This is an optimization exercise on Yosys and OpenROAD, whose aim is small area, a short achievable clock period and few clock cycles, not a production implementation. Where RTL was checked, it was by simulation tests only, not by an equivalence proof against the original. The RTL of runs 1 to 3 was laid out without a check of its function.

==> flow/design.v, too long to show whole: its modules and the start of the top module <==
// module cmd_rx_check: 214 lines
// module crc32c_step: 1089 lines
// module x2: 7 lines
// module nor2_g: 7 lines
// module nand3_g: 8 lines
// module nand4_g: 9 lines
// module a21o_g: 8 lines
// module a31o_g: 9 lines
module cmd_rx_check (
    input  wire         clk,
    input  wire         rst,           
    input  wire         in_valid,
    output wire         in_ready,
    input  wire [63:0]  in_data,
    input  wire         in_last,
    input  wire [3:0]   in_nbytes,     
    output reg          out_valid,
    output wire [2:0]   out_kind,
    output wire [7:0]   out_status,
    output wire [127:0] out_hdr
);
  // ...
==> flow/flow/run.sh <==
#!/bin/bash
set -euo pipefail
MARGIN=$(cat flow/margin.txt)
bash standard.sh synth > synth.log 2>&1
bash standard.sh SETUP_SLACK_MARGIN=$MARGIN \
    "BUFFER_PORTS_ARGS=-buffer_cell sky130_fd_sc_hd__buf_2" finish > layout.log 2>&1
==> flow/flow/margin.txt <==
7.6
==> flow/standard.sh <==
#!/bin/bash
# synth_recipe.tcl (not shown) runs the flow's synth.tcl, then flattens the netlist and writes it again
# the make line also repeats each setting of config.mk as NAME=value (left out here)
make -C /OpenROAD-flow-scripts/flow DESIGN_CONFIG=/design/flow/config.mk WORK_HOME=/design/flow/orfs CLKGATE_MAP_FILE= SYNTH_SCRIPT=/design/flow/synth_recipe.tcl "${@:-finish}"
==> flow/config.mk <==
export PLATFORM = sky130hd
export DESIGN_NAME = cmd_rx_check
export DESIGN_NICKNAME = cmd_rx_check
export VERILOG_FILES = /design/flow/design.v
export SDC_FILE = /design/flow/constraint.sdc
export NUM_CORES = 4
export LEC_CHECK = 0
export CAP_MARGIN = 20
export CORE_MARGIN = 2
export CORE_UTILIZATION = 40
export PLACE_DENSITY = 0.6
export SLEW_MARGIN = 20
export SYNTH_HIERARCHICAL = 1
export SYNTH_MINIMUM_KEEP_SIZE = 0
==> flow/constraint.sdc <==
create_clock -name core_clock -period 11.0 [get_ports {clk}]
set_input_delay 2.2000 -clock core_clock [delete_from_list [all_inputs] [get_ports {clk}]]
set_output_delay 2.2000 -clock core_clock [all_outputs]
set_load 0.01 [all_outputs]
==> run summary, run 1 <==
* CP Capture Point: hdr[34]
* Cell with the most instances after synthesis: xor2_1
* # placed instances at 2536
* Biggest Area Class: multi-input gates
* Die Area at 0.0482 mm2
* Root Buffer: clkbuf_16
* Status: finished clean
* Register area at between 0.008 and 0.009 mm2
* # Max-Cap Violations at 0
* M1 WL at around 26000 um
* Finished Core Util at roughly 57%
* CP Max Fanout at 9
* Ant. Diodes at 0
* CP cell instances: xor2_4 -> buf_12 -> xor2_4 -> xor2_1 -> xor2_1 -> xor2_2 -> xor2_2 -> nor2_1 -> nand4_1 -> nor2_4 -> buf_4 -> buf_6 -> nand3_4 -> a21o_4 -> buf_12
* Post-synth ARST share at 0%
* Total CTS buffers at 36
* Number of global-route vias before repair at approximately 15k
* Fin crit share at a little over a third
* Main combinational cell family by area after synthesis: XOR/XNOR gates
* Max FFs per register at ~130
* Most frequent cells in the layout: 355 x xor2_1, 204 x buf_2, 160 x edfxtp_1, 132 x buf_4, 102 x nor2_1
* Placed wire-length estimate at around 47000 um
* Number of non-clock inverters at 45
* Library cells used by synthesis at 72
* Final worst path period need at between 3000 and 4000 ps
* First-pass GRT wire length at 92100 um
* Avg Inst Size Synth at slightly above 10 um2
* Htree depth at 2
* CTS Hold Bufs at 0
==> inputs of run 2 (changes only) <==
==> flow/flow/margin.txt (replaced) <==
7.0
==> run summary, run 2 <==
* M2 GR Usage at 43.8% (was 43.4%)
* Buffers on Ports at 206 (unchanged)
* Worst path max stage delay at 520 ps (was 370 ps)
* Status: finished clean (unchanged)
* Commonest non-fill, non-tap cell in the layout: xor2_1 (unchanged)
* Later-pin clock latency in the skew report at 550 ps (was 560 ps)
* First-pass GRT wire length at 92200 um (was 92100 um)
* Synth top cells by count: 545 x xor2_1, 160 x edfxtp_1, 150 x dfxtp_1, 106 x nor2_1, 83 x and2_1 (unchanged)
* Detailed-route wire length per cell at 24.0 um (was 24.1 um)
* Vias at 14.0k (was 14.8k)
* Cell with the most instances after synthesis: xor2_1 (unchanged)
* Clock sink count at 310 (unchanged)
* Library cells used by synthesis at 72 (unchanged)
* CP cell instances: xor2_4 -> xor2_1 -> xor2_1 -> xor2_1 -> xor2_2 -> xor2_1 -> nor2_1 -> nand4_1 -> nor2_4 -> nand2_1 -> or3_1 -> nor2b_1 -> mux2_2 (was xor2_4 -> buf_12 -> xor2_4 -> xor2_1 -> xor2_1 -> xor2_2 -> xor2_2 -> nor2_1 -> nand4_1 -> nor2_4 -> buf_4 -> buf_6 -> nand3_4 -> a21o_4 -> buf_12)
* Final worst path period need at 3990 ps (was 3920 ps)
* Share of cells above drive strength 1 at 26.5% (was 36.5%)
* Cells after synthesis at 1818 (unchanged)
* Final net count at 2154 (was 2266)
* Clock skew at 11.9 ps (was 34.7 ps)
* Clk pin slew, worst setup/hold paths at 60 ps (about the same)
* Dominant synthesized flop cell: edfxtp_1 (unchanged)
* Setup TNS at 0 ps (unchanged)
* Leading post-synthesis cells by cell area: edfxtp_1 26%, xor2_1 26%, dfxtp_1 16% (unchanged)
* Synth Register Bits at 310 (unchanged)
* CP arrival at 4280 ps (was 4220 ps)
* Most frequent cells in the layout: 430 x xor2_1, 206 x buf_2, 160 x edfxtp_1, 113 x dfxtp_1, 103 x nor2_1 (was 355 x xor2_1, 204 x buf_2, 160 x edfxtp_1, 132 x buf_4, 102 x nor2_1)
* Total I/O pin count at 213 (unchanged)
* Total CTS buffers at 36 (unchanged)
* Fillers at 4100 (was 3730)
* Post-Route WL at 64200 um (was 67000 um)
* EDFF count, synth at 160 (unchanged)
* Htree depth at 2 (unchanged)
* Top reg by flops: hdr (unchanged)
* Placed wire-length estimate at 48700 um (was 46700 um)
* Initial DRC Count at 1078 (was 1298)
* Type of the worst min-delay path: reg2reg (unchanged)
* GRT overflow at 0 (unchanged)
* Total core area at 0.0456 mm2 (unchanged)
* Startpoint Class: flip-flop (unchanged)
* Root Buffer: clkbuf_16 (unchanged)
* CTS tree: built (unchanged)
* Worst Path Required at 11290 ps (was 11310 ps)
* Worst setup path class: reg2reg (unchanged)
* CP endpoint kind: flip-flop (unchanged)
* First-pass DRT Iterations at 7 (was 5)
* Number of global-route vias before repair at 13.7k (was 14.5k)
* Die Area at 0.0482 mm2 (unchanged)
* Final setup fails at 0 (unchanged)
* DRC viols at 0 (unchanged)
* Worst-case clock buffer depth at 3 (unchanged)
* Top cell type's share of synthesized area at 25.8% (unchanged)
* Final Hold Fails at 0 (unchanged)
* # Max-Cap Violations at 0 (unchanged)
* Finished Core Util at 51.7% (was 56.9%)
* Post-synthesis sequential area ratio at 42.0% (unchanged)
* Area growth syn-to-layout at 26.7% (was 39.6%)
* Vias/cell at 5.25 (was 5.32)
* Post-synth ARST share at 0% (unchanged)
* Gr usage total at 26.4% (was 26.3%)
* Initial antenna violation count at 0 (was 2)
* Die Ht at 220 um (unchanged)
* CP Max Fanout at 6 (was 9)
* Max FFs per register at 128 (unchanged)
* FP Rows at 78 (unchanged)
* Met1 Use GR at 35.1% (was 33.1%)
* GRT busiest layer: met2 (unchanged)
* Post-route ant nets at 0 (unchanged)
* CTS Hold Bufs at 0 (unchanged)
* Unrepaired setup endpoints after global routing: yes (unchanged)
* Cell Area, Synth at 0.0186 mm2 (unchanged)
* Syn. warnings at 7 (unchanged)
* Ant. Diodes at 0 (unchanged)
* Fmax at 251 MHz (was 255 MHz)
* CP dominant cell by count: xor2_1
* Largest net degree at the start of global routing at 68 (unchanged)
* Cell type with the largest total area after synthesis: edfxtp_1 (unchanged)
* Slew HR at 32.5% (was 31.0%)
* Worst slew pin tran at 1010 ps (was 1030 ps)
* Fin crit share at 36.3% (was 35.6%)
* Avg Inst Size Synth at 10.2 um2 (unchanged)
* Final slew viol count at 0 (unchanged)
* Slowest cell on the critical path: dfxtp_2 (was dfxtp_4)
* Biggest regs: hdr: 128 flops, r_d: 64 flops (unchanged)
* RePlAce Congestion at 1.02 (was 1.01)
* Initial Utilization at 40.8% (unchanged)
* Met3 usage at 3.59% (was 4.62%)
* Die X at 220 um (unchanged)
run 2: worst max-delay path, delay by kind of cell (launching register included):
kind          cells  cell delay, ps
simple gates      6            1190
mux               1             280
xor+xnor          6            1730
flops             1             520
run 2: cell families (layout without fill, tap and decap cells):
group / count (synthesis) / after routing / synth area share, %
xor+xnor: 581 / 581 / 27.4
compound gates: 203 / 203 / 6.91
fa+ha+maj: 38 / 38 / 2.64
flops: 310 / 310 / 42.0
simple gates: 503 / 503 / 14.4
mux: 34 / 34 / 2.63
buf+inv: 147 / 397 / 3.96
other cells: 2 / 6 / 0.0404
run 2: worst paths after layout:
kind | startpoint | to | slack [ps] | cells after the start
hold reg to reg | have_expected | q_seqexp | 450 | 1
hold / removal | have_expected | q_seqexp | 450 | 1
setup reg to reg | r_d[36] | hdr[57] | 7010 | 13
setup / recovery | r_d[36] | hdr[57] | 7010 | 13
run 2: final cells by class:
cell class,instances,area (um2),area share (%)
Clock buffer,49,1010,4.29
Clock inverter,17,128,0.542
Inverter,44,169,0.717
Multi-Input combinational cell,1365,11700,49.7
Sequential cell,310,7860,33.4
Tap cell,600,751,3.19
Timing Repair Buffer,286,1910,8.10
Timing Repair inverter,1,7.51,0.0319
run 2: timing repair:
action | 4_1_cts | 5_1_grt
cloned | 1 | 0
buffers inserted | 18 | 38
setup endpoints to repair | 81 | 34
pin swaps | 8 | 26
resized for setup | 167 | 63
endpoints found under the hold margin | 0 | 0
run 2: per-module statistics from Yosys, one instance, submodules excluded:
module,cell area [um2],times used,flip-flops and latches
nor2_g,3.75,18,0
crc32c_step,240,1,0
nand3_g,5.00,1,0
x2,8.76,525,0
cmd_rx_check,13600,1,310
nand4_g,6.26,4,0
a31o_g,8.76,1,0
a21o_g,7.51,1,0
run 2: metrics by stage:
step	cell area (um2)	std cells	hold slack, ps	setup WS, ps
floorplan	18600	1822	364	7070
global placement	20000	2549	419	5370
detailed placement	20000	2549	420	5600
CTS	22600	2634	448	7020
global route	23600	2672	455	6930
finish	23600	2672	449	7010
run 2: per-layer routing:
layer	share of wire, %	up-vias	routed length [um]
met5	0	-	0
met4	3.9	0	2520
met3	5.2	108	3370
met2	48	487	30900
met1	43	6972	27400
li1	-	6465	-
==> inputs of run 3 (changes only) <==
==> flow/flow/margin.txt (replaced) <==
6.5
==> run summary, run 3 <==
* CTS tree: built (unchanged)
* Slew HR at 33.6% (was 32.5%)
* Final Hold Fails at 0 (unchanged)
* # placed instances at 2549 (unchanged)
* Worst path max stage delay at 580 ps (was 520 ps)
* EDFF count, synth at 160 (unchanged)
* Delay-heaviest family, CP: XOR/XNOR gates (unchanged)
* Type of the worst min-delay path: reg2reg (unchanged)
* Die Ht at 220 um (unchanged)
* Worst slew pin tran at 992 ps (was 1010 ps)
* Biggest regs: hdr: 128 flops, r_d: 64 flops (unchanged)
* CP cell instances: xor2_1 -> buf_4 -> xor2_1 -> xor2_1 -> xor2_1 -> xor2_1 -> xor2_1 -> nor2_1 -> nand4_1 -> nor2_1 -> nand2_1 -> or3_1 -> nor2b_1 -> mux2_2 (was xor2_4 -> xor2_1 -> xor2_1 -> xor2_1 -> xor2_2 -> xor2_1 -> nor2_1 -> nand4_1 -> nor2_4 -> nand2_1 -> or3_1 -> nor2b_1 -> mux2_2)
* GRT overflow at 0 (unchanged)
* Synth Register Bits at 310 (unchanged)
* CP dominant cell by count: xor2_1 (unchanged)
* Post-synth ARST share at 0% (unchanged)
* Htree depth at 2 (unchanged)
* Final cell count without fillers at 2616 (was 2672)
* Share of cells above drive strength 1 at 20.5% (was 26.5%)
* Final slew viol count at 0 (unchanged)
* FP Rows at 78 (unchanged)
* Library cells used by synthesis at 72 (unchanged)
* Largest net degree at the start of global routing at 68 (unchanged)
* FF-to-FF setup slack at 6580 ps (was 7010 ps)
* Avg Inst Size Synth at 10.2 um2 (unchanged)
* Clock skew at 14.7 ps (was 11.9 ps)
* Met3 usage at 3.35% (was 3.59%)
* Worst Path Required at 11290 ps (about the same)
* First-pass GRT wire length at 90900 um (was 92200 um)
* Most frequent cells in the layout: 481 x xor2_1, 206 x buf_2, 160 x edfxtp_1, 140 x dfxtp_1, 105 x nor2_1 (was 430 x xor2_1, 206 x buf_2, 160 x edfxtp_1, 113 x dfxtp_1, 103 x nor2_1)
* Slowest cell on the critical path: xor2_1 (was dfxtp_2)
* Max FFs per register at 128 (unchanged)
* Met1 Use GR at 35.0% (was 35.1%)
* Initial Utilization at 40.8% (unchanged)
* Leading post-synthesis cells by cell area: edfxtp_1 26%, xor2_1 26%, dfxtp_1 16% (unchanged)
* Fillers at 4275 (was 4100)
* M2 GR Usage at 42.9% (was 43.8%)
* Commonest non-fill, non-tap cell in the layout: xor2_1 (unchanged)
* Ant. Diodes at 0 (unchanged)
* Detailed-route wire length per cell at 24.2 um (was 24.0 um)
* First-pass DRT Iterations at 5 (was 7)
* Cell type with the largest total area after synthesis: edfxtp_1 (unchanged)
* Post-route ant nets at 0 (unchanged)
* # Max-Cap Violations at 0 (unchanged)
* Total CTS buffers at 36 (unchanged)
* Fmax at 226 MHz (was 251 MHz)
* Placed wire-length estimate at 48700 um (unchanged)
* Final net count at 2098 (was 2154)
* Cell Area, Synth at 0.0186 mm2 (unchanged)
* Worst setup path class: reg2reg (unchanged)
* Post-Route WL at 63300 um (was 64200 um)
* Top cell type's share of synthesized area at 25.8% (unchanged)
* Post-synthesis sequential area ratio at 42.0% (unchanged)
* Gr usage total at 26.0% (was 26.4%)
* CP arrival at 4710 ps (was 4280 ps)
* Cell with the most instances after synthesis: xor2_1 (unchanged)
* Total I/O pin count at 213 (unchanged)
* Vias at 13.7k (was 14.0k)
* Synth top cells by count: 545 x xor2_1, 160 x edfxtp_1, 150 x dfxtp_1, 106 x nor2_1, 83 x and2_1 (unchanged)
* Number of global-route vias before repair at 13.5k (was 13.7k)
* Worst-case clock buffer depth at 3 (unchanged)
* Setup TNS at 0 ps (unchanged)
* Syn. warnings at 7 (unchanged)
* CP Max Fanout at 5 (was 6)
* Worst hold margin at 436 ps (was 449 ps)
* Root Buffer: clkbuf_16 (unchanged)
* Clock sink count at 310 (unchanged)
* Total core area at 0.0456 mm2 (unchanged)
* Status: finished clean (unchanged)
* Initial DRC Count at 1018 (was 1078)
* Final worst path period need at 4420 ps (was 3990 ps)
* Die X at 220 um (unchanged)
* Buffers on Ports at 206 (unchanged)
* Post-CTS setup buffer count at 0 (was 18)
* Cells after synthesis at 1818 (unchanged)
* Startpoint Class: flip-flop (unchanged)
* Die Area at 0.0482 mm2 (unchanged)
* Fin crit share at 40.2% (was 36.3%)
* Dominant synthesized flop cell: edfxtp_1 (unchanged)
* RePlAce Congestion at 1.02 (unchanged)
* Crit path buffers/inverters at 1 (was 0)
* Area growth syn-to-layout at 17.8% (was 26.7%)
* Final setup fails at 0 (unchanged)
* Unrepaired setup endpoints after global routing: no (was yes)
* GRT busiest layer: met2 (unchanged)
* Later-pin clock latency in the skew report at 550 ps (about the same)
* DRC viols at 0 (unchanged)
* Top reg by flops: hdr (unchanged)
* CP endpoint kind: flip-flop (unchanged)
* Clk pin slew, worst setup/hold paths at 60 ps (about the same)
* Vias/cell at 5.24 (was 5.25)
* Initial antenna violation count at 0 (unchanged)
-- run 3: changes by cell type in the layout (fill, tap and decap cells not counted), sizes merged --
| cell | change |
|---|---|
| buf | -56 |
-- run 3: per-layer routing --
layer  part of all wire, %  routed length, um
met1                    44              27500
met2                    48              30100
met3                   5.2               3290
met4                   3.7               2360
met5                     0                  0
-- run 3: cell families (layout without fill, tap and decap cells) --
family	after synthesis	in the layout	share of synthesized area (%)
multiplexers	34	34	2.63
XOR/XNOR	581	581	27.4
AO/OA/AOI/OAI	203	203	6.91
adder cells (fa/ha/maj)	38	38	2.64
buffers and inverters	147	341	3.96
AND/OR/NAND/NOR	503	503	14.4
other	2	6	0.0404
flip-flops	310	310	42.0
-- run 3: Yosys stat by module (local to each module, per instance) --
| module | times used | flops+latches |
|---|---|---|
| a31o_g | 1 | 0 |
| a21o_g | 1 | 0 |
| nand3_g | 1 | 0 |
| crc32c_step | 1 | 0 |
| nor2_g | 18 | 0 |
| x2 | 525 | 0 |
| nand4_g | 4 | 0 |
| cmd_rx_check | 1 | 310 |
-- run 3: final cells by class --
class	instances	area (um2)	share of cell area (%)
Inverter	44	169	0.772
Multi-Input combinational cell	1365	10800	49.3
Clock buffer	49	1010	4.62
Tap cell	600	751	3.43
Clock inverter	17	128	0.583
Timing Repair Buffer	230	1210	5.53
Sequential cell	310	7820	35.7
Timing Repair inverter	1	7.51	0.0343
-- run 3: what timing repair did --
item	in CTS	in global routing
endpoints found under the setup margin	78	73
hold buffers	0	0
endpoints found under the hold margin	0	0
pin swaps	1	2
gates resized for setup	50	47
gates cloned	0	1
-- run 3: stage by stage --
| step | utilization (%) | area [um2] | setup WS, ps |
|---|---|---|---|
| floorplan | - | 18600 | 7070 |
| global placement | 43.9 | 20000 | 5370 |
| detailed placement | 43.9 | 20000 | 5600 |
| CTS | 47.2 | 21500 | 6510 |
| global route | 48.0 | 21900 | 6500 |
| finish | 48.0 | 21900 | 6580 |
-- run 3: worst reg2reg max path: stages, from the launching register on --
cell and delay (ps):
dfxtp_1 420, xor2_1 180, buf_4 240, xor2_1 420, xor2_1 580, xor2_1 220
xor2_1 360, xor2_1 210, nor2_1 140, nand4_1 110, nor2_1 320, nand2_1 130
or3_1 390, nor2b_1 170, mux2_2 280
-- run 3: path summary, 6_finish.rpt --
kind	start	end	cells past startpoint
min	have_expected	q_seqexp	1
max reg2reg	r_d[17]	hdr[57]	14
max	r_d[17]	hdr[57]	14
min reg2reg	have_expected	q_seqexp	1
==> module cmd_rx_check, before the edit <==
module cmd_rx_check (
    input  wire         clk,
    input  wire         rst,           
    input  wire         in_valid,
    output wire         in_ready,
    input  wire [63:0]  in_data,
    input  wire         in_last,
    input  wire [3:0]   in_nbytes,     
    output reg          out_valid,
    output wire [2:0]   out_kind,
    output wire [7:0]   out_status,
    output wire [127:0] out_hdr
);
    localparam [2:0] K_ACCEPT     = 3'd0;
    localparam [2:0] K_RETRANSMIT = 3'd1;
    localparam [2:0] K_REPLY      = 3'd2;
    localparam [2:0] K_EVENT      = 3'd3;
    localparam [2:0] K_DISCARD    = 3'd4;
    localparam [2:0] K_DROP       = 3'd5;
    assign in_ready = 1'b1;
    function [31:0] residue(input [2:0] nm1);    
        case (nm1)
            3'd0:    residue = 32'h552E4907;
            3'd1:    residue = 32'h1C220F94;
            3'd2:    residue = 32'h441A975C;
            3'd3:    residue = 32'h73D74D75;
            3'd4:    residue = 32'h44C19592;
            3'd5:    residue = 32'hA8D58375;
            3'd6:    residue = 32'hBA8D89CA;
            default: residue = 32'hB798B438;
        endcase
    endfunction
    reg         r_v;
    reg         r_last;
    reg [2:0]   r_nm1;         
    reg [63:0]  r_d;
    integer k;
    reg [63:0] in_mask;
    always @(*) begin
        for (k = 0; k < 8; k = k + 1)
            in_mask[8*k +: 8] = (!in_last || k < in_nbytes) ? 8'hFF : 8'h00;
    end
    always @(posedge clk) begin
        if (rst)
            r_v <= 1'b0;
        else
            r_v <= in_valid;
    end
    always @(posedge clk) begin
        r_last <= in_last;
        r_nm1  <= in_nbytes[2:0] - 3'd1;
        r_d    <= in_data & in_mask;
    end
    reg [31:0]  crc;           
    reg [9:0]   bidx;          
    reg [127:0] hdr;           
    wire [31:0] crc_e;
    crc32c_step u_crc (.d(r_d), .s(crc), .k(r_last ? residue(r_nm1) : 32'd0),
                       .e(crc_e));
    wire [15:0] z1;
    wire [3:0]  z2;
    wire [1:0]  z3;
    genvar gi;
    generate
        for (gi = 0; gi < 16; gi = gi + 1) begin : g_z1
            nor2_g u (.a(crc_e[2*gi]), .b(crc_e[2*gi+1]), .y(z1[gi]));
        end
        for (gi = 0; gi < 4; gi = gi + 1) begin : g_z2
            nand4_g u (.a(z1[4*gi]), .b(z1[4*gi+1]), .c(z1[4*gi+2]), .d(z1[4*gi+3]),
                       .y(z2[gi]));
        end
        for (gi = 0; gi < 2; gi = gi + 1) begin : g_z3
            nor2_g u (.a(z2[2*gi]), .b(z2[2*gi+1]), .y(z3[gi]));
        end
    endgenerate
    wire crc_ok = z3[0] && z3[1];
    wire b0   = (bidx == 10'd0);
    wire b1   = (bidx == 10'd1);
    wire last = r_v && r_last;
    wire [9:0] bidx_d = !r_v ? bidx :
                        r_last ? 10'd0 :
                        (bidx[9] && bidx[1]) ? bidx : bidx + 10'd1;
    always @(posedge clk) begin
        if (rst) begin
            crc  <= 32'hFFFFFFFF;
        end else if (r_v) begin
            if (r_last)
                crc  <= 32'hFFFFFFFF;
            else
                crc  <= crc_e;
        end
    end
    always @(posedge clk) begin
        if (rst)
            bidx <= 10'd0;
        else
            bidx <= bidx_d;
    end
    wire [7:0]  h_version = hdr[7:0];
    wire [15:0] h_seq     = hdr[31:16];
    wire [15:0] h_length  = hdr[47:32];
    wire [7:0]  h_flags   = hdr[55:48];
    wire        h_posted  = h_flags[1];
    wire        short   = (bidx < 10'd2) || (bidx == 10'd2 && r_nm1 < 3'd3);
    wire        long    = bidx[9] && (bidx[1] || bidx[0] || r_nm1[2]);
    wire        drop    = short || long;
    reg         have_expected;
    reg [15:0]  expected;
    reg [5:0]   count;         
    reg [31:0]  posted_tab;    
    wire [15:0] back       = expected - h_seq;
    wire [15:0] len19    = h_length + 16'd19;      
    reg         q_lenle;       
    reg         q_lenbeat;     
    reg [2:0]   q_lenlo;       
    reg         q_badver;      
    reg         q_seqexp;      
    reg         q_inhist;      
    reg         q_hpost;       
    always @(posedge clk) begin
        q_lenle   <= (h_length <= 16'd4080);
        q_lenbeat <= ({6'd0, bidx_d} == {3'd0, len19[15:3]});
        q_lenlo   <= len19[2:0];
        q_badver  <= (h_version != 8'h02);
        q_seqexp  <= !have_expected || (back == 16'd0);
        q_inhist  <= (back[15:6] == 10'd0) && (back[5:0] <= count);
        q_hpost   <= posted_tab[h_seq[4:0]];
    end
    wire len_ok = q_lenle && q_lenbeat && (r_nm1 == q_lenlo);
    reg [2:0] kind_g;                 
    reg       st1_g, st0_g, st3_g, reply_g;
    always @(*) begin
        st1_g = 1'b0; st0_g = 1'b0; st3_g = 1'b0; reply_g = 1'b0;
        if (drop) begin
            kind_g = K_DROP;
        end else if (!len_ok) begin
            kind_g = K_REPLY; st1_g = 1'b1; reply_g = 1'b1;
        end else if (q_badver) begin
            kind_g = K_REPLY; st1_g = 1'b1; st0_g = 1'b1; reply_g = 1'b1;
        end else if (q_seqexp) begin
            kind_g = K_ACCEPT;
        end else if (q_inhist) begin
            kind_g = q_hpost ? K_DISCARD : K_RETRANSMIT;
        end else begin
            kind_g = h_posted ? K_EVENT : K_REPLY; st3_g = 1'b1; reply_g = 1'b1;
        end
    end
    wire [2:0] kind = crc_ok ? kind_g : (drop ? K_DROP : K_REPLY);
    wire       st1  = crc_ok ? st1_g : !drop;
    wire       st0  = crc_ok && st0_g;
    wire       st3  = crc_ok && st3_g;
    wire rq = last && !drop;
    wire rp = last && reply_g;
    wire ps = last && st3_g;
    wire cap_lo = r_v && b0;
    wire cap_hi = r_v && (b0 || b1);
    wire en_lo, en_par, nok_np;
    nand3_g u_nok (.a(z3[0]), .b(z3[1]), .c(!rp), .y(nok_np));
    a21o_g  u_enlo (.a1(rq), .a2(nok_np), .b1(cap_lo), .x(en_lo));
    a31o_g  u_enpar (.a1(z3[0]), .a2(z3[1]), .a3(ps), .b1(cap_hi), .x(en_par));
    reg [2:0] v_kind;
    reg       v_st1, v_st0, v_st3;    
    always @(posedge clk) begin
        if (rst)
            out_valid <= 1'b0;
        else
            out_valid <= last;
    end
    always @(posedge clk) begin
        v_kind <= kind;
        v_st1  <= st1;
        v_st0  <= st0;
        v_st3  <= st3;
    end
    wire [63:0] beat_hi = b1 ? r_d : 64'd0;
    always @(posedge clk) begin
        if (en_lo) begin
            hdr[7:0]   <= cap_lo ? r_d[7:0] : 8'h02;
            hdr[47:32] <= cap_lo ? r_d[47:32] : 16'd0;
            hdr[49]    <= cap_lo && r_d[49];
            hdr[55:52] <= cap_lo ? r_d[55:52] : 4'b0100;
            hdr[63:56] <= cap_lo ? r_d[63:56] : {4'd0, st3, 1'b0, st1, st0};
        end
        if (cap_lo) begin
            hdr[31:8]  <= r_d[31:8];
            hdr[48]    <= r_d[48];
            hdr[51:50] <= r_d[51:50];
        end
        if (cap_hi)
            hdr[95:64] <= beat_hi[31:0];
        if (en_par)
            hdr[127:96] <= cap_hi ? beat_hi[63:32] : {16'd0, expected};
    end
    wire accept = out_valid && (v_kind == K_ACCEPT);
    always @(posedge clk) begin
        if (rst) begin
            have_expected <= 1'b0;
            expected      <= 16'd0;
            count         <= 6'd0;
        end else if (accept) begin
            have_expected <= 1'b1;
            expected      <= h_seq + 16'd1;
            if (!count[5])
                count <= count + 6'd1;
        end
    end
    always @(posedge clk) begin
        if (accept)
            posted_tab[h_seq[4:0]] <= h_posted;
    end
    assign out_kind   = v_kind;
    assign out_status = {4'd0, v_st3, 1'b0, v_st1, v_st0};
    assign out_hdr    = hdr;
endmodule
==> inputs of run 4 (changes only) <==
--- a/flow/design.v
+++ b/flow/design.v
@@ -77,56 +77,42 @@
     wire b0   = (bidx == 10'd0);
     wire b1   = (bidx == 10'd1);
     wire last = r_v && r_last;
-    wire [9:0] bidx_d = !r_v ? bidx :
-                        r_last ? 10'd0 :
-                        (bidx[9] && bidx[1]) ? bidx : bidx + 10'd1;
     always @(posedge clk) begin
         if (rst) begin
             crc  <= 32'hFFFFFFFF;
+            bidx <= 10'd0;
         end else if (r_v) begin
-            if (r_last)
+            if (r_last) begin
                 crc  <= 32'hFFFFFFFF;
-            else
+                bidx <= 10'd0;
+            end else begin
                 crc  <= crc_e;
+                if (!(bidx[9] && bidx[1]))
+                    bidx <= bidx + 10'd1;
+            end
         end
     end
-    always @(posedge clk) begin
-        if (rst)
-            bidx <= 10'd0;
-        else
-            bidx <= bidx_d;
-    end
     wire [7:0]  h_version = hdr[7:0];
     wire [15:0] h_seq     = hdr[31:16];
     wire [15:0] h_length  = hdr[47:32];
     wire [7:0]  h_flags   = hdr[55:48];
     wire        h_posted  = h_flags[1];
+    wire [15:0] len19   = h_length + 16'd19;       
+    wire        len_ok  = (h_length <= 16'd4080) &&
+                          ({6'd0, bidx} == {3'd0, len19[15:3]}) &&
+                          (r_nm1 == len19[2:0]);
     wire        short   = (bidx < 10'd2) || (bidx == 10'd2 && r_nm1 < 3'd3);
     wire        long    = bidx[9] && (bidx[1] || bidx[0] || r_nm1[2]);
     wire        drop    = short || long;
+    wire        badver  = (h_version != 8'h02);
     reg         have_expected;
     reg [15:0]  expected;
     reg [5:0]   count;         
     reg [31:0]  posted_tab;    
     wire [15:0] back       = expected - h_seq;
-    wire [15:0] len19    = h_length + 16'd19;      
-    reg         q_lenle;       
-    reg         q_lenbeat;     
-    reg [2:0]   q_lenlo;       
-    reg         q_badver;      
-    reg         q_seqexp;      
-    reg         q_inhist;      
-    reg         q_hpost;       
-    always @(posedge clk) begin
-        q_lenle   <= (h_length <= 16'd4080);
-        q_lenbeat <= ({6'd0, bidx_d} == {3'd0, len19[15:3]});
-        q_lenlo   <= len19[2:0];
-        q_badver  <= (h_version != 8'h02);
-        q_seqexp  <= !have_expected || (back == 16'd0);
-        q_inhist  <= (back[15:6] == 10'd0) && (back[5:0] <= count);
-        q_hpost   <= posted_tab[h_seq[4:0]];
-    end
-    wire len_ok = q_lenle && q_lenbeat && (r_nm1 == q_lenlo);
+    wire        seq_exp    = !have_expected || (back == 16'd0);
+    wire        in_history = (back[15:6] == 10'd0) && (back[5:0] <= count);
+    wire        hist_post  = posted_tab[h_seq[4:0]];
     reg [2:0] kind_g;                 
     reg       st1_g, st0_g, st3_g, reply_g;
     always @(*) begin
@@ -135,12 +121,12 @@
             kind_g = K_DROP;
         end else if (!len_ok) begin
             kind_g = K_REPLY; st1_g = 1'b1; reply_g = 1'b1;
-        end else if (q_badver) begin
+        end else if (badver) begin
             kind_g = K_REPLY; st1_g = 1'b1; st0_g = 1'b1; reply_g = 1'b1;
-        end else if (q_seqexp) begin
+        end else if (seq_exp) begin
             kind_g = K_ACCEPT;
-        end else if (q_inhist) begin
-            kind_g = q_hpost ? K_DISCARD : K_RETRANSMIT;
+        end else if (in_history) begin
+            kind_g = hist_post ? K_DISCARD : K_RETRANSMIT;
         end else begin
             kind_g = h_posted ? K_EVENT : K_REPLY; st3_g = 1'b1; reply_g = 1'b1;
         end
==> flow/flow/margin.txt (replaced) <==
7
==> run summary, run 4 <==
* RePlAce Congestion at 1.01 (was 1.02)
* Delay-heaviest family, CP: compound AO/OA/AOI/OAI gates (was XOR/XNOR gates)
* Cell Area, Placed at 0.0199 mm2 (was 0.0200 mm2)
* Finished Core Util at 49.2% (was 48.0%)
* Crit path buffers/inverters at 2 (was 1)
* Critical Path Stages at 14 (unchanged)
* Most frequent cells in the layout: 470 x xor2_1, 206 x buf_2, 160 x edfxtp_1, 130 x dfxtp_1, 114 x nand2_1 (was 481 x xor2_1, 206 x buf_2, 160 x edfxtp_1, 140 x dfxtp_1, 105 x nor2_1)
* Share of cells above drive strength 1 at 22.9% (was 20.5%)
* Synth Register Bits at 301 (was 310)
* Die Ht at 218 um (was 220 um)
* Worst setup path class: reg2reg (unchanged)
* Initial Utilization at 40.5% (was 40.8%)
* CTS Hold Bufs at 0 (unchanged)
* Vias at 13.9k (was 13.7k)
* Clk pin slew, worst setup/hold paths at 60 ps (about the same)
* Final setup fails at 0 (unchanged)
* Post-synthesis sequential area ratio at 41.5% (was 42.0%)
* Post-Synth Adder-Cell Area at 2.53% (was 2.64%)
* R2R depth at 14 (unchanged)
* FP Rows at 78 (unchanged)
* Fillers at 4199 (was 4275)
* Startpoint Class: flip-flop (unchanged)
* Clock sink count at 301 (was 310)
* First-pass DRT Iterations at 6 (was 5)
* DRC viols at 0 (unchanged)
* Final instance area at 0.0223 mm2 (was 0.0219 mm2)
* Slew HR at 27.6% (was 33.6%)
* Gr usage total at 26.4% (was 26.0%)
* Cell type with the largest total area after synthesis: edfxtp_1 (unchanged)
* Main combinational cell family by area after synthesis: XOR/XNOR gates (unchanged)
* EDFF count, synth at 160 (unchanged)
* Leading post-synthesis cells by cell area: edfxtp_1 26%, xor2_1 26%, dfxtp_1 15% (was edfxtp_1 26%, xor2_1 26%, dfxtp_1 16%)
* Worst hold margin at 485 ps (was 436 ps)
* Post-Synth Simple-Gate Area at 13.9% (was 14.4%)
* Commonest non-fill, non-tap cell in the layout: xor2_1 (unchanged)
* Post-Route WL at 63700 um (was 63300 um)
* CP arrival at 4270 ps (was 4710 ps)
* Top reg by flops: hdr (unchanged)
* XOR/XNOR share of the synthesized area at 27.4% (about the same)
* Max FFs per register at 128 (unchanged)
* Final Hold Fails at 0 (unchanged)
* Status: finished clean (unchanged)
* Cell with the most instances after synthesis: xor2_1 (unchanged)
* CP Max Fanout at 7 (was 5)
* Worst Path Required at 11280 ps (was 11290 ps)
* Clock skew at 19.9 ps (was 14.7 ps)
* Later-pin clock latency in the skew report at 540 ps (was 550 ps)
* Die Area at 0.0477 mm2 (was 0.0482 mm2)
* Final slew viol count at 0 (unchanged)
* CP endpoint kind: flip-flop (unchanged)
* Multiplexer share of the synthesized area at 4.27% (was 2.63%)
* GRT overflow at 0 (unchanged)
* CP cell instances: ha_2 -> inv_2 -> fa_2 -> a211oi_4 -> o21ai_4 -> o41ai_2 -> o211ai_1 -> or4_1 -> or4_4 -> o21a_1 -> o21ai_2 -> nand3_2 -> buf_12 -> a21o_4 (was xor2_1 -> buf_4 -> xor2_1 -> xor2_1 -> xor2_1 -> xor2_1 -> xor2_1 -> nor2_1 -> nand4_1 -> nor2_1 -> nand2_1 -> or3_1 -> nor2b_1 -> mux2_2)
* Worst hold stages at 0 (was 1)
* Detailed-route wire length per cell at 24.2 um (about the same)
* Synth top cells by count: 543 x xor2_1, 160 x edfxtp_1, 141 x dfxtp_1, 114 x nand2_1, 105 x nor2_1 (was 545 x xor2_1, 160 x edfxtp_1, 150 x dfxtp_1, 106 x nor2_1, 83 x and2_1)
* Die X at 218 um (was 220 um)
* Cell Area, Synth at 0.0184 mm2 (was 0.0186 mm2)
* Area growth syn-to-layout at 21.3% (was 17.8%)
* Setup TNS at 0 ps (unchanged)
* Syn. warnings at 7 (unchanged)
* Final net count at 2118 (was 2098)
* FF-to-FF setup slack at 7010 ps (was 6580 ps)
* Top cell type's share of synthesized area at 26.1% (was 25.8%)
* Placed wire-length estimate at 47400 um (was 48700 um)
* Total core area at 0.0454 mm2 (was 0.0456 mm2)
* Dominant synthesized flop cell: edfxtp_1 (unchanged)
* Worst path max stage delay at 520 ps (was 580 ps)
* Vias/cell at 5.26 (was 5.24)
* CTS tree: built (unchanged)
* Initial DRC Count at 1255 (was 1018)
* Slowest cell on the critical path: or4_4 (was xor2_1)
* Number of global-route vias before repair at 13.8k (was 13.5k)
* Worst-case clock buffer depth at 3 (unchanged)
* Avg Inst Size Synth at 10.2 um2 (about the same)
* Biggest regs: hdr: 128 flops, r_d: 64 flops (unchanged)
* Htree depth at 2 (unchanged)
* Cells after synthesis at 1812 (was 1818)
* Largest net degree at the start of global routing at 76 (was 68)
* Post-route ant nets at 0 (unchanged)
* # Max-Cap Violations at 0 (unchanged)
* Post-synth ARST share at 0% (unchanged)
* Worst slew pin tran at 1070 ps (was 992 ps)
* Root Buffer: clkbuf_16 (unchanged)
* Type of the worst min-delay path: reg2reg (unchanged)
* Initial antenna violation count at 1 (was 0)
* Fmax at 251 MHz (was 226 MHz)
* Total CTS buffers at 34 (was 36)
* Unrepaired setup endpoints after global routing: yes (was no)
* Final worst path period need at 3990 ps (was 4420 ps)
* Fin crit share at 36.3% (was 40.2%)
* Total I/O pin count at 213 (unchanged)
* Buffers on Ports at 206 (unchanged)
* Library cells used by synthesis at 74 (was 72)
* First-pass GRT wire length at 91800 um (was 90900 um)
* Synth Area in Compound Gates at 6.56% (was 6.91%)
## run 4: changes by cell type after synthesis, moves of 5 or more
cell / change
o22ai_1: -31
nand2b_1: -20
dfxtp_1: -9
a21oi_1: +12
mux2i_1: +33
nand2_1: +36
clkbuf_1: +8
o21bai_1: +5
o21ai_0: -9
nor3_1: -13
o31ai_1: +5
## run 4: metrics by stage
stage               cells  setup slack (ps)
finish               2637              7010
global route         2637              6920
CTS                  2628              6880
detailed placement   2543              5940
global placement     2542              5440
floorplan            1816              7000
## run 4: path summary, 6_finish.rpt
check | from | to
max | hdr[16] | hdr[3]
min | r_d[22] | hdr[22]
max reg2reg | hdr[16] | hdr[3]
min reg2reg | r_d[22] | hdr[22]
## run 4: worst register-to-register path: stages, from the launching register on
cell and delay (ps):
edfxtp_1 400, ha_2 190, inv_2 40, fa_2 410, a211oi_4 260, o21ai_4 100, o41ai_2 250, o211ai_1 140
or4_1 490, or4_4 520, o21a_1 220, o21ai_2 130, nand3_2 110, buf_12 180, a21o_4 270
## run 4: what timing repair did
action                     in CTS  in global routing
pin swaps                      11                  7
gates resized for setup        91                 53
cloned                          8                  1
setup endpoints to repair      78                 76
setup buffers                  15                  7
## run 4: area by class of cell
type	instances	area [um2]	area share, %
inverters	42	165	0.740
clock inverters	16	140	0.628
clock buffers	46	1030	4.63
repair inverters	1	5.00	0.0224
flip-flops and latches	301	7640	34.2
well taps	600	751	3.36
repair buffers	251	1450	6.49
multi-input cells	1379	11100	49.9
diodes	1	2.50	0.0112
## run 4: kinds of logic (layout without fill, tap and decap cells)
kind of cell,count (synthesis),after routing
simple gates,498,498
other cells,2,7
compound gates,191,199
mux,65,65
xor+xnor,575,575
flops,301,301
fa+ha+maj,36,36
buf+inv,144,356
## run 4: Yosys stat by module (local to each module, per instance)
module / cells inside / area [um2] / flops+latches / copies in the design
crc32c_step: 32 / 240 / 0 / 1
nor2_g: 1 / 3.75 / 0 / 18
nand3_g: 1 / 5.00 / 0 / 1
x2: 1 / 8.76 / 0 / 525
nand4_g: 1 / 6.26 / 0 / 4
cmd_rx_check: 1230 / 13400 / 301 / 1
a21o_g: 1 / 7.51 / 0 / 1
a31o_g: 1 / 8.76 / 0 / 1
## run 4: routing by layer
metal	share of wire, %	vias up	GRT usage, %
li1	-	6409	-
met1	43	6869	34.8
met2	48	466	43.0
met3	5.4	125	3.86
met4	4.4	0	11.3
met5	0	-	0
Testbench counts of run 4, summed over its fixed seeds: cycles 87,206.
==> module x2, before the edit <==
module x2 (
    input  wire a,
    input  wire b,
    output wire y
);
    assign y = a ^ b;
endmodule
==> module nor2_g, before the edit <==
module nor2_g (
    input  wire a,
    input  wire b,
    output wire y
);
    assign y = !(a || b);
endmodule
==> module nand3_g, before the edit <==
module nand3_g (
    input  wire a,
    input  wire b,
    input  wire c,
    output wire y
);
    assign y = !(a && b && c);
endmodule
==> module nand4_g, before the edit <==
module nand4_g (
    input  wire a,
    input  wire b,
    input  wire c,
    input  wire d,
    output wire y
);
    assign y = !(a && b && c && d);
endmodule
==> module a21o_g, before the edit <==
module a21o_g (
    input  wire a1,
    input  wire a2,
    input  wire b1,
    output wire x
);
    assign x = (a1 && a2) || b1;
endmodule
==> module a31o_g, before the edit <==
module a31o_g (
    input  wire a1,
    input  wire a2,
    input  wire a3,
    input  wire b1,
    output wire x
);
    assign x = (a1 && a2 && a3) || b1;
endmodule
==> inputs of run 5 (changes only) <==
--- a/flow/design.v
+++ b/flow/design.v
@@ -73,46 +73,75 @@
             nor2_g u (.a(z2[2*gi]), .b(z2[2*gi+1]), .y(z3[gi]));
         end
     endgenerate
-    wire crc_ok = z3[0] && z3[1];
+    wire crc_ok;
+    and2_g u_ok (.a(z3[0]), .b(z3[1]), .y(crc_ok));
     wire b0   = (bidx == 10'd0);
     wire b1   = (bidx == 10'd1);
     wire last = r_v && r_last;
+    wire [9:0] bidx_d = !r_v ? bidx :
+                        r_last ? 10'd0 :
+                        (bidx[9] && bidx[1]) ? bidx : bidx + 10'd1;
     always @(posedge clk) begin
         if (rst) begin
             crc  <= 32'hFFFFFFFF;
-            bidx <= 10'd0;
         end else if (r_v) begin
-            if (r_last) begin
+            if (r_last)
                 crc  <= 32'hFFFFFFFF;
-                bidx <= 10'd0;
-            end else begin
+            else
                 crc  <= crc_e;
-                if (!(bidx[9] && bidx[1]))
-                    bidx <= bidx + 10'd1;
-            end
         end
     end
+    always @(posedge clk) begin
+        if (rst)
+            bidx <= 10'd0;
+        else
+            bidx <= bidx_d;
+    end
     wire [7:0]  h_version = hdr[7:0];
     wire [15:0] h_seq     = hdr[31:16];
     wire [15:0] h_length  = hdr[47:32];
     wire [7:0]  h_flags   = hdr[55:48];
     wire        h_posted  = h_flags[1];
-    wire [15:0] len19   = h_length + 16'd19;       
-    wire        len_ok  = (h_length <= 16'd4080) &&
-                          ({6'd0, bidx} == {3'd0, len19[15:3]}) &&
-                          (r_nm1 == len19[2:0]);
     wire        short   = (bidx < 10'd2) || (bidx == 10'd2 && r_nm1 < 3'd3);
     wire        long    = bidx[9] && (bidx[1] || bidx[0] || r_nm1[2]);
     wire        drop    = short || long;
-    wire        badver  = (h_version != 8'h02);
     reg         have_expected;
     reg [15:0]  expected;
     reg [5:0]   count;         
-    reg [31:0]  posted_tab;    
-    wire [15:0] back       = expected - h_seq;
-    wire        seq_exp    = !have_expected || (back == 16'd0);
-    wire        in_history = (back[15:6] == 10'd0) && (back[5:0] <= count);
-    wire        hist_post  = posted_tab[h_seq[4:0]];
+    reg [31:0]  ptab;
+    wire [9:0]  hh     = h_seq[15:6];
+    wire [9:0]  eh     = expected[15:6];
+    wire        borrow = (expected[5:0] < h_seq[5:0]);
+    reg  [9:0]  hh_c;          
+    integer j;
+    always @(*) begin
+        hh_c[0] = 1'b1;
+        for (j = 1; j < 10; j = j + 1)
+            hh_c[j] = hh_c[j - 1] && hh[j - 1];
+    end
+    wire        hi_eq  = (eh == hh);
+    wire        hi_eq1 = ((eh ^ hh) == hh_c);      
+    wire [15:0] len19  = h_length + 16'd19;      
+    reg         q_lenle;       
+    reg         q_lenbeat;     
+    reg [2:0]   q_lenlo;       
+    reg         q_badver;      
+    reg         q_seqeq;       
+    reg         q_bhz;         
+    reg [5:0]   q_back;        
+    always @(posedge clk) begin
+        q_lenle   <= (h_length <= 16'd4080);
+        q_lenbeat <= ({6'd0, bidx_d} == {3'd0, len19[15:3]});
+        q_lenlo   <= len19[2:0];
+        q_badver  <= (h_version != 8'h02);
+        q_seqeq   <= (h_seq == expected);
+        q_bhz     <= borrow ? hi_eq1 : hi_eq;
+        q_back    <= expected[5:0] - h_seq[5:0];
+    end
+    wire len_ok     = q_lenle && q_lenbeat && (r_nm1 == q_lenlo);
+    wire seq_exp    = !have_expected || q_seqeq;
+    wire in_history = q_bhz && (q_back <= count);
+    wire hist_post  = ptab[q_back[4:0]];
     reg [2:0] kind_g;                 
     reg       st1_g, st0_g, st3_g, reply_g;
     always @(*) begin
@@ -121,7 +150,7 @@
             kind_g = K_DROP;
         end else if (!len_ok) begin
             kind_g = K_REPLY; st1_g = 1'b1; reply_g = 1'b1;
-        end else if (badver) begin
+        end else if (q_badver) begin
             kind_g = K_REPLY; st1_g = 1'b1; st0_g = 1'b1; reply_g = 1'b1;
         end else if (seq_exp) begin
             kind_g = K_ACCEPT;
@@ -131,10 +160,17 @@
             kind_g = h_posted ? K_EVENT : K_REPLY; st3_g = 1'b1; reply_g = 1'b1;
         end
     end
-    wire [2:0] kind = crc_ok ? kind_g : (drop ? K_DROP : K_REPLY);
-    wire       st1  = crc_ok ? st1_g : !drop;
-    wire       st0  = crc_ok && st0_g;
-    wire       st3  = crc_ok && st3_g;
+    wire [2:0] kind_b = drop ? K_DROP : K_REPLY;
+    wire [2:0] kind;
+    wire       st1, st0, st3;
+    mux2_g u_k0 (.a(kind_b[0]), .b(kind_g[0]), .s(crc_ok), .y(kind[0]));
+    mux2_g u_k1 (.a(kind_b[1]), .b(kind_g[1]), .s(crc_ok), .y(kind[1]));
+    mux2_g u_k2 (.a(kind_b[2]), .b(kind_g[2]), .s(crc_ok), .y(kind[2]));
+    mux2_g u_s1 (.a(!drop),     .b(st1_g),     .s(crc_ok), .y(st1));
+    and3_g u_s0 (.a(z3[0]), .b(z3[1]), .c(st0_g), .y(st0));
+    and3_g u_s3 (.a(z3[0]), .b(z3[1]), .c(st3_g), .y(st3));
+    wire st1_r;
+    nand3_g u_s1r (.a(z3[0]), .b(z3[1]), .c(!st1_g), .y(st1_r));
     wire rq = last && !drop;
     wire rp = last && reply_g;
     wire ps = last && st3_g;
@@ -165,7 +201,7 @@
             hdr[47:32] <= cap_lo ? r_d[47:32] : 16'd0;
             hdr[49]    <= cap_lo && r_d[49];
             hdr[55:52] <= cap_lo ? r_d[55:52] : 4'b0100;
-            hdr[63:56] <= cap_lo ? r_d[63:56] : {4'd0, st3, 1'b0, st1, st0};
+            hdr[63:56] <= cap_lo ? r_d[63:56] : {4'd0, st3, 1'b0, st1_r, st0};
         end
         if (cap_lo) begin
             hdr[31:8]  <= r_d[31:8];
@@ -178,6 +214,12 @@
             hdr[127:96] <= cap_hi ? beat_hi[63:32] : {16'd0, expected};
     end
     wire accept = out_valid && (v_kind == K_ACCEPT);
+    reg [15:0] seq_c;              
+    always @(*) begin
+        seq_c[0] = 1'b1;
+        for (j = 1; j < 16; j = j + 1)
+            seq_c[j] = seq_c[j - 1] && h_seq[j - 1];
+    end
     always @(posedge clk) begin
         if (rst) begin
             have_expected <= 1'b0;
@@ -185,14 +227,14 @@
             count         <= 6'd0;
         end else if (accept) begin
             have_expected <= 1'b1;
-            expected      <= h_seq + 16'd1;
+            expected      <= h_seq ^ seq_c;
             if (!count[5])
                 count <= count + 6'd1;
         end
     end
     always @(posedge clk) begin
         if (accept)
-            posted_tab[h_seq[4:0]] <= h_posted;
+            ptab <= {ptab[30:1], h_posted, ptab[31]};
     end
     assign out_kind   = v_kind;
     assign out_status = {4'd0, v_st3, 1'b0, v_st1, v_st0};
@@ -1287,51 +1329,30 @@
     x2 g_o31_11 (.a(o31_10), .b(o31_9), .y(o31_11));
     assign e[31] = o31_11;
 endmodule
-module x2 (
-    input  wire a,
-    input  wire b,
-    output wire y
-);
+module x2 (input wire a, input wire b, output wire y);
     assign y = a ^ b;
 endmodule
-module nor2_g (
-    input  wire a,
-    input  wire b,
-    output wire y
-);
+module nor2_g (input wire a, input wire b, output wire y);
     assign y = !(a || b);
 endmodule
-module nand3_g (
-    input  wire a,
-    input  wire b,
-    input  wire c,
-    output wire y
-);
+module and2_g (input wire a, input wire b, output wire y);
+    assign y = a && b;
+endmodule
+module and3_g (input wire a, input wire b, input wire c, output wire y);
+    assign y = a && b && c;
+endmodule
+module nand3_g (input wire a, input wire b, input wire c, output wire y);
     assign y = !(a && b && c);
 endmodule
-module nand4_g (
-    input  wire a,
-    input  wire b,
-    input  wire c,
-    input  wire d,
-    output wire y
-);
+module nand4_g (input wire a, input wire b, input wire c, input wire d, output wire y);
     assign y = !(a && b && c && d);
 endmodule
-module a21o_g (
-    input  wire a1,
-    input  wire a2,
-    input  wire b1,
-    output wire x
-);
+module mux2_g (input wire a, input wire b, input wire s, output wire y);
+    assign y = s ? b : a;
+endmodule
+module a21o_g (input wire a1, input wire a2, input wire b1, output wire x);
     assign x = (a1 && a2) || b1;
 endmodule
-module a31o_g (
-    input  wire a1,
-    input  wire a2,
-    input  wire a3,
-    input  wire b1,
-    output wire x
-);
+module a31o_g (input wire a1, input wire a2, input wire a3, input wire b1, output wire x);
     assign x = (a1 && a2 && a3) || b1;
 endmodule
==> flow/flow/margin.txt (replaced) <==
7.0
--- a/flow/config.mk
+++ b/flow/config.mk
@@ -7,8 +7,8 @@
 export LEC_CHECK = 0
 export CAP_MARGIN = 20
 export CORE_MARGIN = 2
-export CORE_UTILIZATION = 40
-export PLACE_DENSITY = 0.6
+export CORE_UTILIZATION = 55
+export PLACE_DENSITY = 0.75
 export SLEW_MARGIN = 20
 export SYNTH_HIERARCHICAL = 1
 export SYNTH_MINIMUM_KEEP_SIZE = 0
==> run summary, run 5 <==
* First-pass GRT wire length at 81800 um (was 91800 um)
* Final Hold Fails at 0 (unchanged)
* Commonest non-fill, non-tap cell in the layout: xor2_1 (unchanged)
* Gr usage total at 33.3% (was 26.4%)
* Worst hold margin at 443 ps (was 485 ps)
* Final setup fails at 0 (unchanged)
* Vias/cell at 5.70 (was 5.26)
* Clock skew at 20.0 ps (was 19.9 ps)
* CP endpoint kind: flip-flop (unchanged)
* Cell type with the largest total area after synthesis: edfxtp_1 (unchanged)
* RePlAce Congestion at 1.07 (was 1.01)
* Buffers on Ports at 206 (unchanged)
* Final net count at 1954 (was 2118)
* GRT busiest layer: met2 (unchanged)
* Biggest regs: hdr: 128 flops, r_d: 64 flops (unchanged)
* Vias at 13.0k (was 13.9k)
* Ant. Diodes at 0 (was 1)
* Root Buffer: clkbuf_16 (unchanged)
* Setup TNS at 0 ps (unchanged)
* Register area at 0.00794 mm2 (was 0.00764 mm2)
* Final slew viol count at 0 (unchanged)
* Die Area at 0.0338 mm2 (was 0.0477 mm2)
* Post-synthesis sequential area ratio at 44.5% (was 41.5%)
* Post-route ant nets at 0 (unchanged)
* CP Max Fanout at 29 (was 7)
* Leading post-synthesis cells by cell area: edfxtp_1 27%, xor2_1 27%, dfxtp_1 17% (was edfxtp_1 26%, xor2_1 26%, dfxtp_1 15%)
* Initial DRC Count at 1315 (was 1255)
* Total CTS buffers at 35 (was 34)
* Post-synth ARST share at 0% (unchanged)
* DRC viols at 0 (unchanged)
* Final instance area at 0.0212 mm2 (was 0.0223 mm2)
* Post-Route WL at 56800 um (was 63700 um)
* Top reg by flops: hdr (unchanged)
* Synth top cells by count: 541 x xor2_1, 160 x edfxtp_1, 155 x dfxtp_1, 101 x nand2_1, 82 x and2_1 (was 543 x xor2_1, 160 x edfxtp_1, 141 x dfxtp_1, 114 x nand2_1, 105 x nor2_1)
* Largest net degree at the start of global routing at 69 (was 76)
* Fmax at 254 MHz (was 251 MHz)
* Synth Register Bits at 315 (was 301)
* CTS tree: built (unchanged)
* Worst-case clock buffer depth at 3 (unchanged)
* # Max-Cap Violations at 0 (unchanged)
* Fin crit share at 35.8% (was 36.3%)
* Area growth syn-to-layout at 19.6% (was 21.3%)
* Total I/O pin count at 213 (unchanged)
* Startpoint Class: flip-flop (unchanged)
* Fillers at 2397 (was 4199)
* Detailed-route wire length per cell at 25.0 um (was 24.2 um)
* GRT overflow at 0 (unchanged)
* Number of global-route vias before repair at 12.8k (was 13.8k)
* Placed wire-length estimate at 42900 um (was 47400 um)
* Clk pin slew, worst setup/hold paths at 60 ps (about the same)
* CP arrival at 4180 ps (was 4270 ps)
* Clock sink count at 315 (was 301)
* Die X at 184 um (was 218 um)
* Status: finished clean (unchanged)
* Most frequent cells in the layout: 465 x xor2_1, 206 x buf_2, 160 x edfxtp_1, 133 x dfxtp_1, 100 x nand2_1 (was 470 x xor2_1, 206 x buf_2, 160 x edfxtp_1, 130 x dfxtp_1, 114 x nand2_1)
* Met1 Use GR at 42.6% (was 34.8%)
* Top cell type's share of synthesized area at 27.0% (was 26.1%)
* Finished Core Util at 67.0% (was 49.2%)
* Final worst path period need at 3940 ps (was 3990 ps)
* Initial antenna violation count at 1 (unchanged)
* Later-pin clock latency in the skew report at 530 ps (was 540 ps)
* First-pass DRT Iterations at 7 (was 6)
* Worst setup path class: reg2reg (unchanged)
* Cell Area, Placed at 0.0189 mm2 (was 0.0199 mm2)
* Cell with the most instances after synthesis: xor2_1 (unchanged)
* Met3 usage at 6.87% (was 3.86%)
* Library cells used by synthesis at 73 (was 74)
* Dominant synthesized flop cell: edfxtp_1 (unchanged)
* Cell Area, Synth at 0.0178 mm2 (was 0.0184 mm2)
* Initial Utilization at 56.0% (was 40.5%)
* Avg Inst Size Synth at 10.7 um2 (was 10.2 um2)
* Die Ht at 184 um (was 218 um)
* Worst slew pin tran at 871 ps (was 1070 ps)
* Share of cells above drive strength 1 at 22.9% (about the same)
* Slew HR at 41.6% (was 27.6%)
* Multi-input gate area in the final layout at 0.0102 mm2 (was 0.0111 mm2)
* Syn. warnings at 7 (unchanged)
* Max FFs per register at 128 (unchanged)
* Total core area at 0.0317 mm2 (was 0.0454 mm2)
* FP Rows at 65 (was 78)
* Type of the worst min-delay path: reg2reg (unchanged)
* EDFF count, synth at 160 (unchanged)
* Cells after synthesis at 1666 (was 1812)
* Unrepaired setup endpoints after global routing: no (was yes)
* Worst Path Required at 11240 ps (was 11280 ps)
* Htree depth at 2 (unchanged)
* M2 GR Usage at 54.8% (was 43.0%)
==> run 5: cell count changes after synthesis, sizes merged, moves of 13 or more <==
cell	change
a211oi	-13
o21ai	-40
nor2	-36
nand2	-13
nand2b	+18
mux2	-13
o22ai	+34
dfxtp	+14
clkbuf	-23
mux2i	-30
==> run 5: logic make-up after synthesis <==
group | synth area share [%]
xor gates and xnor gates | 28.2
and+or+nand+nor | 13.5
DFF | 44.5
AOI/OAI and AO/OA | 5.21
buffers and inverters | 3.90
adders and majority gates | 2.62
muxes | 1.99
other | 0.0423
==> run 5: worst paths after layout <==
check	from	end	slack [ps]	cells after the start
setup / recovery	r_d[24]	hdr[43]	7060	12
hold reg to reg	ptab[10]	ptab[11]	440	0
setup reg to reg	r_d[24]	hdr[43]	7060	12
hold / removal	ptab[10]	ptab[11]	440	0
==> run 5: what timing repair did <==
action / CTS / global route
setup endpoints to repair: 82 / 65
setup buffers: 1 / 4
cloned: 1 / 1
pin swaps: 2 / 3
gates resized for setup: 100 / 49
hold buffers: 0 / 0
hold endpoints to repair: 0 / 0
==> run 5: area by class of cell <==
type | instances | area share [%]
Multi-Input combinational cell | 1226 | 48.2
Sequential cell | 315 | 37.4
Timing Repair Buffer | 227 | 5.71
Clock buffer | 49 | 4.71
Tap cell | 402 | 2.37
Clock inverter | 14 | 0.925
Inverter | 40 | 0.725
Timing Repair inverter | 1 | 0.0236
==> run 5: worst max-delay path, stage by stage, from the launching register on <==
cell and delay, ps:
dfxtp_1 390, xor2_2 440, xor2_1 510, xor2_1 230, xor2_1 210, xor2_1 400, xor2_1 170, nor2_1 130
nand4_1 200, nor2_4 280, nand3_1 110, a21o_2 310, buf_6 240
==> run 5: Yosys stat by module, one instance, submodules excluded, a selection <==
module,cell area [um2],flops+latches,cells,copies in the design
cmd_rx_check,12700,315,1076,1
crc32c_step,240,0,32,1
mux2_g,15.0,0,1,4
a31o_g,8.76,0,1,1
and2_g,6.26,0,1,1
and3_g,6.26,0,1,2
nand4_g,6.26,0,1,4
nor2_g,3.75,0,1,18
==> run 5: stage by stage <==
stage / setup WS [ps] / cells
after floorplan: 7040 / 1670
after global placement: 5740 / 2204
after detailed placement: 5830 / 2204
after CTS: 7020 / 2269
after global routing: 7010 / 2274
final: 7060 / 2274
==> run 5: layer usage <==
| metal | wire length, um | share of wire, % |
|---|---|---|
| met1 | 22400 | 39 |
| met2 | 27000 | 48 |
| met3 | 4700 | 8.3 |
| met4 | 2620 | 4.6 |
| met5 | 73 | 0.13 |
Testbench counts of run 5, summed over its fixed seeds: cycles 87,206.
==> inputs of run 6 (changes only) <==
--- a/flow/config.mk
+++ b/flow/config.mk
@@ -7,8 +7,8 @@
 export LEC_CHECK = 0
 export CAP_MARGIN = 20
 export CORE_MARGIN = 2
-export CORE_UTILIZATION = 55
-export PLACE_DENSITY = 0.75
+export CORE_UTILIZATION = 40
+export PLACE_DENSITY = 0.6
 export SLEW_MARGIN = 20
 export SYNTH_HIERARCHICAL = 1
 export SYNTH_MINIMUM_KEEP_SIZE = 0
==> run summary, run 6 <==
* Cell type with the largest total area after synthesis: edfxtp_1 (unchanged)
* Top cell type's share of synthesized area at 27.0% (unchanged)
* Dominant synthesized flop cell: edfxtp_1 (unchanged)
* Avg Inst Size Synth at 10.7 um2 (unchanged)
* Slowest cell on the critical path: dfxtp_1 (was xor2_1)
* Type of the worst min-delay path: reg2reg (unchanged)
* Synth Register Bits at 315 (unchanged)
* Worst Path Required at 11220 ps (was 11240 ps)
* Die Ht at 215 um (was 184 um)
* Post-Route WL at 58400 um (was 56800 um)
* Worst-case clock buffer depth at 3 (unchanged)
* Slew HR at 45.0% (was 41.6%)
* Post-synthesis sequential area ratio at 44.5% (unchanged)
* Clock skew at 20.3 ps (was 20.0 ps)
* Top reg by flops: hdr (unchanged)
* Die X at 215 um (was 184 um)
* Worst path max stage delay at 480 ps (was 510 ps)
* Unrepaired setup endpoints after global routing: no (unchanged)
* Largest net degree at the start of global routing at 68 (was 69)
* Detailed-route wire length per cell at 23.7 um (was 25.0 um)
* CP arrival at 4140 ps (was 4180 ps)
* Share of cells above drive strength 1 at 22.5% (was 22.9%)
* Vias at 12.7k (was 13.0k)
* Buffers on Ports at 206 (unchanged)
* # Max-Cap Violations at 0 (unchanged)
* Post-synth ARST share at 0% (unchanged)
* Syn. warnings at 7 (unchanged)
* Final slew viol count at 0 (unchanged)
* Fin crit share at 35.6% (was 35.8%)
* Final instance area at 0.0213 mm2 (was 0.0212 mm2)
* Status: finished clean (unchanged)
* Area growth syn-to-layout at 19.8% (was 19.6%)
* Max FFs per register at 128 (unchanged)
* Most frequent cells in the layout: 470 x xor2_1, 206 x buf_2, 160 x edfxtp_1, 140 x dfxtp_1, 101 x nand2_1 (was 465 x xor2_1, 206 x buf_2, 160 x edfxtp_1, 133 x dfxtp_1, 100 x nand2_1)
* Clock sink count at 315 (unchanged)
* Clk pin slew, worst setup/hold paths at 60 ps (about the same)
* Library cells used by synthesis at 73 (unchanged)
* Biggest regs: hdr: 128 flops, r_d: 64 flops (unchanged)
* Startpoint Class: flip-flop (unchanged)
* First-pass GRT wire length at 83700 um (was 81800 um)
* Leading post-synthesis cells by cell area: edfxtp_1 27%, xor2_1 27%, dfxtp_1 17% (unchanged)
* RePlAce Congestion at 1.03 (was 1.07)
* Root Buffer: clkbuf_16 (unchanged)
* Total CTS buffers at 37 (was 35)
* Cell Area, Synth at 0.0178 mm2 (unchanged)
* Post-route ant nets at 0 (unchanged)
* Total I/O pin count at 213 (unchanged)
* Initial antenna violation count at 0 (was 1)
* R2R depth at 12 (unchanged)
* Final net count at 1954 (unchanged)
* Final worst path period need at 3920 ps (was 3940 ps)
* Total core area at 0.0440 mm2 (was 0.0317 mm2)
* Setup TNS at 0 ps (unchanged)
* CP cell instances: xor2_2 -> xor2_1 -> buf_4 -> xor2_2 -> xor2_1 -> xor2_1 -> xor2_1 -> nor2_1 -> nand4_1 -> nor2_4 -> a31o_1 -> buf_6 (was xor2_2 -> xor2_1 -> xor2_1 -> xor2_1 -> xor2_1 -> xor2_1 -> nor2_1 -> nand4_1 -> nor2_4 -> nand3_1 -> a21o_2 -> buf_6)
* CTS tree: built (unchanged)
* Initial DRC Count at 1014 (was 1315)
* CP Max Fanout at 32 (was 29)
* Worst hold stages at 0 (unchanged)
* Worst setup path class: reg2reg (unchanged)
* Die Area at 0.0461 mm2 (was 0.0338 mm2)
* Fmax at 255 MHz (was 254 MHz)
* Cell with the most instances after synthesis: xor2_1 (unchanged)
* Initial Utilization at 40.3% (was 56.0%)
* Cell Area, Placed at 0.0192 mm2 (was 0.0189 mm2)
* EDFF count, synth at 160 (unchanged)
* Cells after synthesis at 1666 (unchanged)
* Final setup fails at 0 (unchanged)
run 6: what timing repair did:
action | 4_1_cts | 5_1_grt
endpoints found under the hold margin | 0 | 0
endpoints found under the setup margin | 78 | 73
pin swaps | 0 | 2
hold buffers | 0 | 0
gates resized for setup | 86 | 38
cloned | 0 | 3
buffers inserted | 0 | 1
run 6: worst paths after layout:
path,end,startpoint
worst max-delay path,hdr[127],r_d[31]
worst min-delay path,ptab[0],ptab[31]
worst max register to register,hdr[127],r_d[31]
worst min register to register,ptab[0],ptab[31]
run 6: cells by family after synthesis:
logic type	count (synthesis)	synth area share, %
xor+xnor	572	28.2
simple gates	447	13.5
flops	315	44.5
compound gates	142	5.21
buf+inv	130	3.90
fa+ha+maj	36	2.62
mux	22	1.99
other cells	2	0.0423
run 6: modules after synthesis, one instance, submodules excluded, excerpt:
module,flops+latches,times used
a21o_g,0,1
and3_g,0,2
cmd_rx_check,315,1
crc32c_step,0,1
nand3_g,0,2
nand4_g,0,4
a31o_g,0,1
and2_g,0,1
run 6: through the flow:
step                      std cells  setup slack (ps)  hold slack [ps]
after floorplan                1670              7040              421
after global placement         2395              5940              424
after detailed placement       2395              6050              433
after CTS                      2463              7030              448
after global routing           2467              6950              455
final                          2467              7080              447
run 6: routing by layer:
| metal | wire (um) | vias to the layer above | global-route usage, % |
|---|---|---|---|
| met5 | 0 | - | 0 |
| met4 | 2440 | 0 | 9.91 |
| met3 | 3320 | 122 | 3.62 |
| met2 | 28400 | 445 | 41.8 |
| met1 | 24300 | 6256 | 31.4 |
| li1 | - | 5836 | - |
run 6: worst max-delay path, delay by kind of cell (launching register included):
kind            cells  cell delay (ps)
compound gates      1              200
simple gates        3              590
flops               1              480
xor+xnor            6             1740
buf+inv             2              520
run 6: cell type report:
class / count / area (um2)
clock buffers: 48 / 1020
repair inverters: 1 / 5.00
fillers: 4048 / 22700
multi-input cells: 1227 / 10100
flip-flops and latches: 315 / 7930
inverters: 40 / 154
repair buffers: 224 / 1170
clock inverters: 20 / 175
well taps: 592 / 741

[separate check: timing with driven ports]
No port has a modelled driver above. Below, the same layouts with a new extraction and two added sets of constraints.
Step 1, drivers: a clkbuf_16 drives clk and a buf_2 each remaining input, both assumed.
Step 2 moves the port delays by t, midway between the first and last clock arrival at a register: inputs arrive t later, outputs are due t later. That takes back most of the time a late clock gives input paths.
Three values: ideal, step 1, step 2; two values: the first two.
| run | t (ns) | setup slack, ns | worst hold slack (ns) | clock arrival spread, ns |
|---|---|---|---|---|
| run 1 | 0.597 | 7.085 / 7.085 / 7.085 | 0.452 / 0.452 / 0.452 | 0.036 / 0.036 |
| run 2 | 0.605 | 7.010 / 7.010 / 7.010 | 0.449 / 0.449 / 0.449 | 0.014 / 0.014 |
| run 3 | 0.593 | 6.580 / 6.580 / 6.580 | 0.436 / 0.436 / 0.436 | 0.016 / 0.016 |
| run 4 | 0.588 | 7.011 / 7.011 / 7.011 | 0.485 / 0.485 / 0.485 | 0.022 / 0.022 |
| run 5 | 0.570 | 7.057 / 7.057 / 7.057 | 0.443 / 0.443 / 0.443 | 0.020 / 0.020 |
| run 6 | 0.609 | 7.080 / 7.080 / 7.080 | 0.447 / 0.447 / 0.447 | 0.023 / 0.023 |
After both steps setup and hold are still met in every run listed.
